Source: an optimization exercise on an open RTL-to-GDS flow (aim: small area). Production flows keep margins and buffers that such runs may drop. Function not checked in this run: the RTL went through the layout flow alone. Power is estimated from default activity; no workload was simulated.

==> design/flow/design.v <==
module almanac (
    input  wire        clk,
    input  wire        rst_n,        
    input  wire        xtal_edge,    
    input  wire        lock,         
    input  wire        bus_wr,
    input  wire        bus_rd,
    input  wire [4:0]  bus_addr,     
    input  wire [31:0] bus_wdata,
    output reg  [31:0] bus_rdata,
    output reg         bus_rvalid,
    output wire [47:0] count_o,
    output wire        wake
);
    reg [47:0] count;
    reg [15:0] shadow;
    reg [15:0] cnt_hi_pend;
    reg [15:0] cnt_commit_hi;    
    reg [31:0] cnt_commit_lo;    
    reg        write_pending;
    reg [7:0]  epoch;
    reg        wrapped;
    reg        power_lost;
    reg        locked;
    reg [10:0] trim;             
    reg [10:0] trim_act;         
    reg [19:0] cyc;              
    reg [19:0] acc;              
    reg [1:0]  ctrl_en;
    reg [15:0] al0_hi_pend, al1_hi_pend;
    reg [15:0] al0_stage_hi, al1_stage_hi;
    reg [31:0] al0_stage_lo, al1_stage_lo;
    reg        al0_stage_en, al1_stage_en;
    reg        al0_pending, al1_pending;
    reg [47:0] al0_value, al1_value;
    reg        al0_en, al1_en;
    reg        al0_fired_r, al1_fired_r;
    reg [1:0]  al0_cause_r, al1_cause_r;
    reg        chk;              
    reg        chk_cc;           
    reg        chk_ac0, chk_ac1; 
    reg [31:0] backup [0:15];
    wire wr = bus_wr & ~lock;
    wire rd = bus_rd & ~lock;
    wire lo = ~bus_addr[4] & ~bus_addr[3];
    wire wr_count_lo = wr && bus_addr == 5'd0;
    wire wr_count_hi = wr && bus_addr == 5'd1;
    wire wr_trim     = wr && bus_addr == 5'd2;
    wire wr_control  = wr && bus_addr == 5'd3;
    wire wr_al_lo0   = wr && bus_addr == 5'd5;
    wire wr_al_hi0   = wr && bus_addr == 5'd6;
    wire wr_al_lo1   = wr && bus_addr == 5'd7;
    wire wr_al_hi1   = wr && bus_addr == 5'd8;
    wire [15:0] tw = bus_wdata[15:0];
    wire trim_ok = tw[15] ? (tw[14:10] == 5'h1f && tw[9:0] >= 10'd488)
                          : (tw[14:10] == 5'h00 && tw[9:0] <= 10'd536);
    wire        c0      = (cyc == 20'd0);
    wire [10:0] t_eff   = c0 ? trim : trim_act;
    wire        neg     = t_eff[10];
    wire [9:0]  t_x     = t_eff[9:0] ^ {10{neg}};
    wire [20:0] acc_sum = {1'b0, acc} + {11'd0, t_x} + {20'd0, neg};
    wire        marked  = acc_sum[20];
    wire [1:0]  inc = !marked ? 2'd1 : neg ? 2'd0 : 2'd2;
    wire [48:0] count_sum = {1'b0, count} + {47'd0, inc};
    wire        edge_commit = xtal_edge & write_pending;
    wire        al_commit0  = xtal_edge & al0_pending;
    wire        al_commit1  = xtal_edge & al1_pending;
    wire fire0 = chk & al0_en & ~al0_fired_r & (count >= al0_value);
    wire fire1 = chk & al1_en & ~al1_fired_r & (count >= al1_value);
    wire [1:0] ncause0 = chk_ac0 ? 2'b11 : chk_cc ? 2'b10 : 2'b01;
    wire [1:0] ncause1 = chk_ac1 ? 2'b11 : chk_cc ? 2'b10 : 2'b01;
    wire       al0_fired = al0_fired_r | fire0;
    wire       al1_fired = al1_fired_r | fire1;
    wire [1:0] al0_cause = fire0 ? ncause0 : al0_cause_r;
    wire [1:0] al1_cause = fire1 ? ncause1 : al1_cause_r;
    always @(posedge clk) begin
        if (wr_count_lo) cnt_commit_lo <= bus_wdata;
        if (wr_al_lo0) begin
            al0_stage_lo <= bus_wdata;
            al0_stage_en <= ctrl_en[0];
        end
        if (wr_al_lo1) begin
            al1_stage_lo <= bus_wdata;
            al1_stage_en <= ctrl_en[1];
        end
        if (xtal_edge) trim_act <= t_eff;
        chk_cc  <= write_pending;
        chk_ac0 <= al0_pending;
        chk_ac1 <= al1_pending;
        case (bus_addr)
            5'd0:  bus_rdata <= count[31:0];
            5'd1:  bus_rdata <= {16'd0, shadow};
            5'd2:  bus_rdata <= {{5{trim[10]}}, trim};
            5'd3:  bus_rdata <= {30'd0, ctrl_en};
            5'd4:  bus_rdata <= {wrapped, power_lost, write_pending, locked,
                                 12'd0, epoch,
                                 al1_cause, al0_cause,
                                 al1_fired, al0_fired, 2'b00};
            5'd5:  bus_rdata <= al0_value[31:0];
            5'd6:  bus_rdata <= {16'd0, al0_value[47:32]};
            5'd7:  bus_rdata <= al1_value[31:0];
            5'd8:  bus_rdata <= {16'd0, al1_value[47:32]};
            5'd16: bus_rdata <= backup[0];
            5'd17: bus_rdata <= backup[1];
            5'd18: bus_rdata <= backup[2];
            5'd19: bus_rdata <= backup[3];
            5'd20: bus_rdata <= backup[4];
            5'd21: bus_rdata <= backup[5];
            5'd22: bus_rdata <= backup[6];
            5'd23: bus_rdata <= backup[7];
            5'd24: bus_rdata <= backup[8];
            5'd25: bus_rdata <= backup[9];
            5'd26: bus_rdata <= backup[10];
            5'd27: bus_rdata <= backup[11];
            5'd28: bus_rdata <= backup[12];
            5'd29: bus_rdata <= backup[13];
            5'd30: bus_rdata <= backup[14];
            5'd31: bus_rdata <= backup[15];
            default: bus_rdata <= 32'd0;
        endcase
    end
    wire [31:0] wdata_r = bus_wdata & {32{rst_n}};
    genvar gk;
    generate
        for (gk = 0; gk < 16; gk = gk + 1) begin : g_bk
            wire we = ~rst_n | (wr & bus_addr == (5'd16 + gk));
            always @(posedge clk)
                if (we) backup[gk] <= wdata_r;
        end
    endgenerate
    always @(posedge clk) begin
        if (!rst_n) begin
            count         <= 48'd0;
            shadow        <= 16'd0;
            cnt_hi_pend   <= 16'd0;
            cnt_commit_hi <= 16'd0;
            write_pending <= 1'b0;
            epoch         <= 8'd0;
            wrapped       <= 1'b1;
            power_lost    <= 1'b1;
            locked        <= 1'b1;
            trim          <= 11'd0;
            cyc           <= 20'd0;
            acc           <= 20'hfffff;
            ctrl_en       <= 2'b00;
            al0_hi_pend   <= 16'd0;
            al1_hi_pend   <= 16'd0;
            al0_stage_hi  <= 16'd0;
            al1_stage_hi  <= 16'd0;
            al0_pending   <= 1'b0;
            al1_pending   <= 1'b0;
            al0_value     <= 48'd0;
            al1_value     <= 48'd0;
            al0_en        <= 1'b0;
            al1_en        <= 1'b0;
            al0_fired_r   <= 1'b0;
            al1_fired_r   <= 1'b0;
            al0_cause_r   <= 2'b00;
            al1_cause_r   <= 2'b00;
            chk           <= 1'b0;
            bus_rvalid    <= 1'b0;
        end else begin
            chk <= xtal_edge;
            if (xtal_edge) begin
                count <= edge_commit ? {cnt_commit_hi, cnt_commit_lo} : count_sum[47:0];
                cyc   <= cyc + 20'd1;
                acc   <= acc_sum[19:0];
                if (edge_commit) begin
                    epoch      <= epoch + 8'd1;
                    wrapped    <= 1'b0;
                    power_lost <= 1'b0;
                end else if (count_sum[48]) begin
                    wrapped    <= 1'b1;
                end
                if (al_commit0) begin
                    al0_value <= {al0_stage_hi, al0_stage_lo};
                    al0_en    <= al0_stage_en;
                end
                if (al_commit1) begin
                    al1_value <= {al1_stage_hi, al1_stage_lo};
                    al1_en    <= al1_stage_en;
                end
            end
            al0_fired_r <= al0_fired & ~al_commit0;
            al1_fired_r <= al1_fired & ~al_commit1;
            al0_cause_r <= al_commit0 ? 2'b00 : al0_cause;
            al1_cause_r <= al_commit1 ? 2'b00 : al1_cause;
            write_pending <= wr_count_lo | (write_pending & ~xtal_edge);
            al0_pending   <= wr_al_lo0   | (al0_pending & ~xtal_edge);
            al1_pending   <= wr_al_lo1   | (al1_pending & ~xtal_edge);
            if (wr_count_hi) cnt_hi_pend   <= bus_wdata[15:0];
            if (wr_count_lo) cnt_commit_hi <= cnt_hi_pend;
            if (wr_trim && trim_ok) trim   <= bus_wdata[10:0];
            if (wr_control)  ctrl_en       <= bus_wdata[1:0];
            if (wr_al_hi0)   al0_hi_pend   <= bus_wdata[15:0];
            if (wr_al_hi1)   al1_hi_pend   <= bus_wdata[15:0];
            if (wr_al_lo0)   al0_stage_hi  <= al0_hi_pend;
            if (wr_al_lo1)   al1_stage_hi  <= al1_hi_pend;
            if (lock) begin
                locked      <= 1'b1;
                cnt_hi_pend <= cnt_commit_hi;
                al0_hi_pend <= al0_stage_hi;
                al1_hi_pend <= al1_stage_hi;
            end
            if (rd && bus_addr == 5'd0) shadow <= count[47:32];
            if (rd && bus_addr == 5'd4) locked <= 1'b0;
            bus_rvalid <= rd;
        end
    end
    assign count_o = count;
    assign wake    = al0_fired | al1_fired;
endmodule
==> design/flow/run.sh <==
#!/bin/bash
# synth_recipe.tcl (not shown) runs the flow's synth.tcl, then flattens the netlist and writes it again
# the make line also repeats each setting of config.mk as NAME=value (left out here)
make -C /OpenROAD-flow-scripts/flow DESIGN_CONFIG=/design/flow/config.mk WORK_HOME=/design/flow/orfs CLKGATE_MAP_FILE= SYNTH_SCRIPT=/design/flow/synth_recipe.tcl finish
==> design/flow/config.mk <==
export PLATFORM = sky130hd
export DESIGN_NAME = almanac
export DESIGN_NICKNAME = almanac
export VERILOG_FILES = /design/flow/design.v
export SDC_FILE = /design/flow/constraint.sdc
export NUM_CORES = 4
export LEC_CHECK = 0
export CAP_MARGIN = 20
export CORE_MARGIN = 2
export CORE_UTILIZATION = 40
export PLACE_DENSITY = 0.6
export SLEW_MARGIN = 20
==> design/flow/constraint.sdc <==
create_clock -name core_clock -period 14.0 [get_ports {clk}]
set_input_delay 2.8000 -clock core_clock [delete_from_list [all_inputs] [get_ports {clk}]]
set_output_delay 2.8000 -clock core_clock [all_outputs]
set_load 0.01 [all_outputs]
==> summary.txt <==
[metal layers]
metal | vias to the layer above | part of all wire | global-route usage
li1 | 13300 | - | -
met2 | 1740 | 0.44 | 0.418
met1 | 15000 | 0.39 | 0.371
met3 | 297 | 0.12 | 0.0708
met5 | - | 0.00031 | 0
met4 | 8 | 0.040 | 0.108
[state kept, by name, summed over array words and instances (netlist names), 2 cells and up]
name           count
epoch              8
al1_value         48
shadow            16
trim              11
al0_value         48
cyc               20
al1_cause_r        2
al1_hi_pend       16
acc               20
al0_hi_pend       16
al1_stage_hi      16
al0_cause_r        2
trim_act          11
ctrl_en            2
al1_stage_lo      32
al0_stage_lo      32
bus_rdata         32
backup           512
cnt_commit_lo     32
cnt_commit_hi     16
count             48
al0_stage_hi      16
cnt_hi_pend       16
[power by group through the flow]
stage               clock network (µW)  logic [µW]  registers (µW)
floorplan                            0         331            3390
global placement                     0         560            3400
detailed placement                   0         564            3410
CTS                               2890         567            3340
global route                      3020         612            3360
finish                            2870         571            3350
[cells in the final DEF (no fill, tap or decap), drive strengths merged, types with 20 or more instances in the layout]
master / n
nand4: 78
xor2: 24
a221oi: 63
a22oi: 208
dfxtp: 368
and2: 42
clkbuf: 136
inv: 132
clkdlybuf4s50: 120
nand3: 106
xnor2: 22
nand2: 553
a211oi: 20
nor3: 35
mux2i: 27
clkinv: 42
and3: 29
edfxtp: 621
a22o: 60
a21oi: 327
o21ai: 94
ha: 110
buf: 84
nor2: 231
[worst paths after layout]
check / end / depth (start not counted) / slack [ns]
setup reg to reg: count[44] / 27 / 6.55
setup / recovery: wake / 10 / 5.92
hold / removal: chk_ac1 / 0 / 0.40
hold reg to reg: chk_ac1 / 0 / 0.40
[cell families after synthesis]
group,Yosys count,share of synthesized area
buf+inv,330,0.0315
simple gates,1134,0.127
flops,989,0.642
xor+xnor,46,0.00994
mux,38,0.00982
fa+ha+maj,112,0.0349
compound gates,891,0.145
[cell type report]
cell class | instances | area (µm²) | share of cell area
Antenna cell | 2 | 5.00 | 0.000106
Sequential cell | 989 | 26000 | 0.553
Clock buffer | 136 | 2900 | 0.0615
Clock inverter | 61 | 674 | 0.0143
Multi-Input combinational cell | 2221 | 13400 | 0.286
Tap cell | 1357 | 1700 | 0.0361
Timing Repair Buffer | 204 | 1850 | 0.0394
Inverter | 128 | 488 | 0.0104
[stage by stage]
step                      utilization  hold slack, ns  cells  total power, µW
after CTS                       0.469           0.398   5095             6810
after detailed placement        0.434           0.394   4898             3970
final                           0.469           0.401   5098             6790
after global routing            0.469           0.399   5096             6990
after floorplan                     -           0.329   3540             3720
after global placement          0.434           0.384   4898             3960
==> impl_metrics.toml <==
[clocking]
clock_path_buffers = 3
cts_sinks = 989
clockRootBuffer = "clkbuf_16"
cts_buffers = 105
cts_setup_buffers = 0
hold_buffers = 0
htreeDepth = 3
cts_tree = "built"
clkSlewWorstSetupHoldPaths_ns = 0.06
worstSkewPairLatency_ns = 0.71
cts_resized = 0

[hold_path]
holdCritPathClass = "reg2reg"
worst_hold_startpoint = "al1_pending"

[floorplan]
dieArea_um2 = 104000
die_h_um = 322
rows = 116
start_util = 0.404
core_um2 = 100000
ios = 125
die_w_um = 322

[logic_synthesis]
synth.net_count = 3695
async_reset_ff_frac = 0
ys.flop_type = "edfxtp_1"
synth_edf_count = 621
ys_top_cells_by_area = "edfxtp_1 46%, dfxtp_1 18%, nand2_1 5.1%, a21oi_1 4.0%, a22oi_1 3.9%"
synth.avg_cell_area_um2 = 11.4
synth_warnings = 2
synthesis.area_um2 = 40500
synth_commonest_cells = "621 x edfxtp_1, 553 x nand2_1, 368 x dfxtp_1"
yosysSeqAreaShare = 0.642
yosys_register_bits = 989
synth_cells = 3540
synth.largest_area_cell = "edfxtp_1"
yosysMostFrequentCell = "edfxtp_1"
synth_top_area_frac = 0.460
yosysUniqueCellTypes = 80

[sta]
setup_violations = 0
worst_pin_slew_ns = 1.23
fin_crit_sh = 0.577
setup-tns-final_ns = 0
hold_viol = 0
rsz0062_at_grt = "no"
setup_ws_ns = 5.92
fin_crit_ns = 8.08
fin_skew_ns = 0.0347
slew_violations = 0
max_freq_mhz = 124
relSlewSlack = 0.176

[worst_setup_path]
r2r-start = "cyc[0]"
cp-startpoint = "count[0]"
cp.required_ns = 11.20
crit_top_cell = "o21ai_0"
path_cells = "inv_1 > ha_1 > nand2b_1 > a2111oi_0 > o21ai_0 > o2bb2ai_1 > a311oi_1 > o21ai_0 > or4_1 > clkdlybuf4s50_1"
critPathMaxStageDelay_ns = 0.99
critPathMaxFanout = 5
startpoint_type = "flop"
end_kind = "output pin"
cp.arrival_ns = 5.28
cp_num_buf_inv = 2
crit_family = "compound AO/OA/AOI/OAI gates"
crit_type = "reg2out"
slowest_stage = "a311oi_1"

[pwr]
peakVddDrop_mv = 0.103
combPwrFrac = 0.084
p_leak_uw = 0.0160
p_per_area_nw_per_um2 = 144
power_switching_uw = 1650
intPower_uw = 5130
clock_power_share = 0.423
sw_frac_of_total = 0.244
p_seq_frac = 0.493

[global_routing]
grt_pass1_wl_um = 205000
grt_pass1_vias = 28600
grt_max_degree = 185
grtUsageTotal = 0.273
antenna_found_initial = 13
gr-total-overflow = 0

[run_status]
status = "no timing/DRC/antenna violations"

[finish]
drive_above_1_share = 0.0875
final_cell_area_um2 = 47100
fin_nets = 3804
fill_cells = 8957
syn_to_final_growth_pct = 16.1

[routing]
wirelength_um = 144000
post_drt_wl_per_cell_um = 28.2
drt_iter0_markers = 3948
ant_nets = 0
post-route-drc-count = 0
num_vias = 30400
avgViaCountPerCell = 5.96
first_pass_iters = 6

[run]
max_cap_violations = 0

[place]
dpl.hpwl_um = 88000
gp_congestion = 0.887
pre_cts_ws_ns = 6.56
io_buffers = 124
place_area_um2 = 43500

[afterwards: timing with drivers on the ports]
How much do the figures lean on ideal ports? The routed layout below was timed once more, with nothing changed but the port constraints. Step 1: set_driving_cell puts a clkbuf_16 on clk and a buf_2 on each other input, an assumption about the parent block. Step 2, shift: input delay + t, output delay - t, t = (earliest + latest rising clock arrival at the registers) / 2. This alone moves slack from input paths to output paths. Three values: ideal, step 1, step 2; two values: the first two.
shift t [ns]: 0.760
slack for setup (ns): 5.922 / 5.854 / 6.552
worst hold slack (ns): 0.401 / 0.401 / 0.401
latest minus earliest clock arrival (ns): 0.042 / 0.042
After both steps setup and hold are still met in this run. The setup slack of this run moves by -0.068 ns with the drivers and by +0.630 ns with both steps.
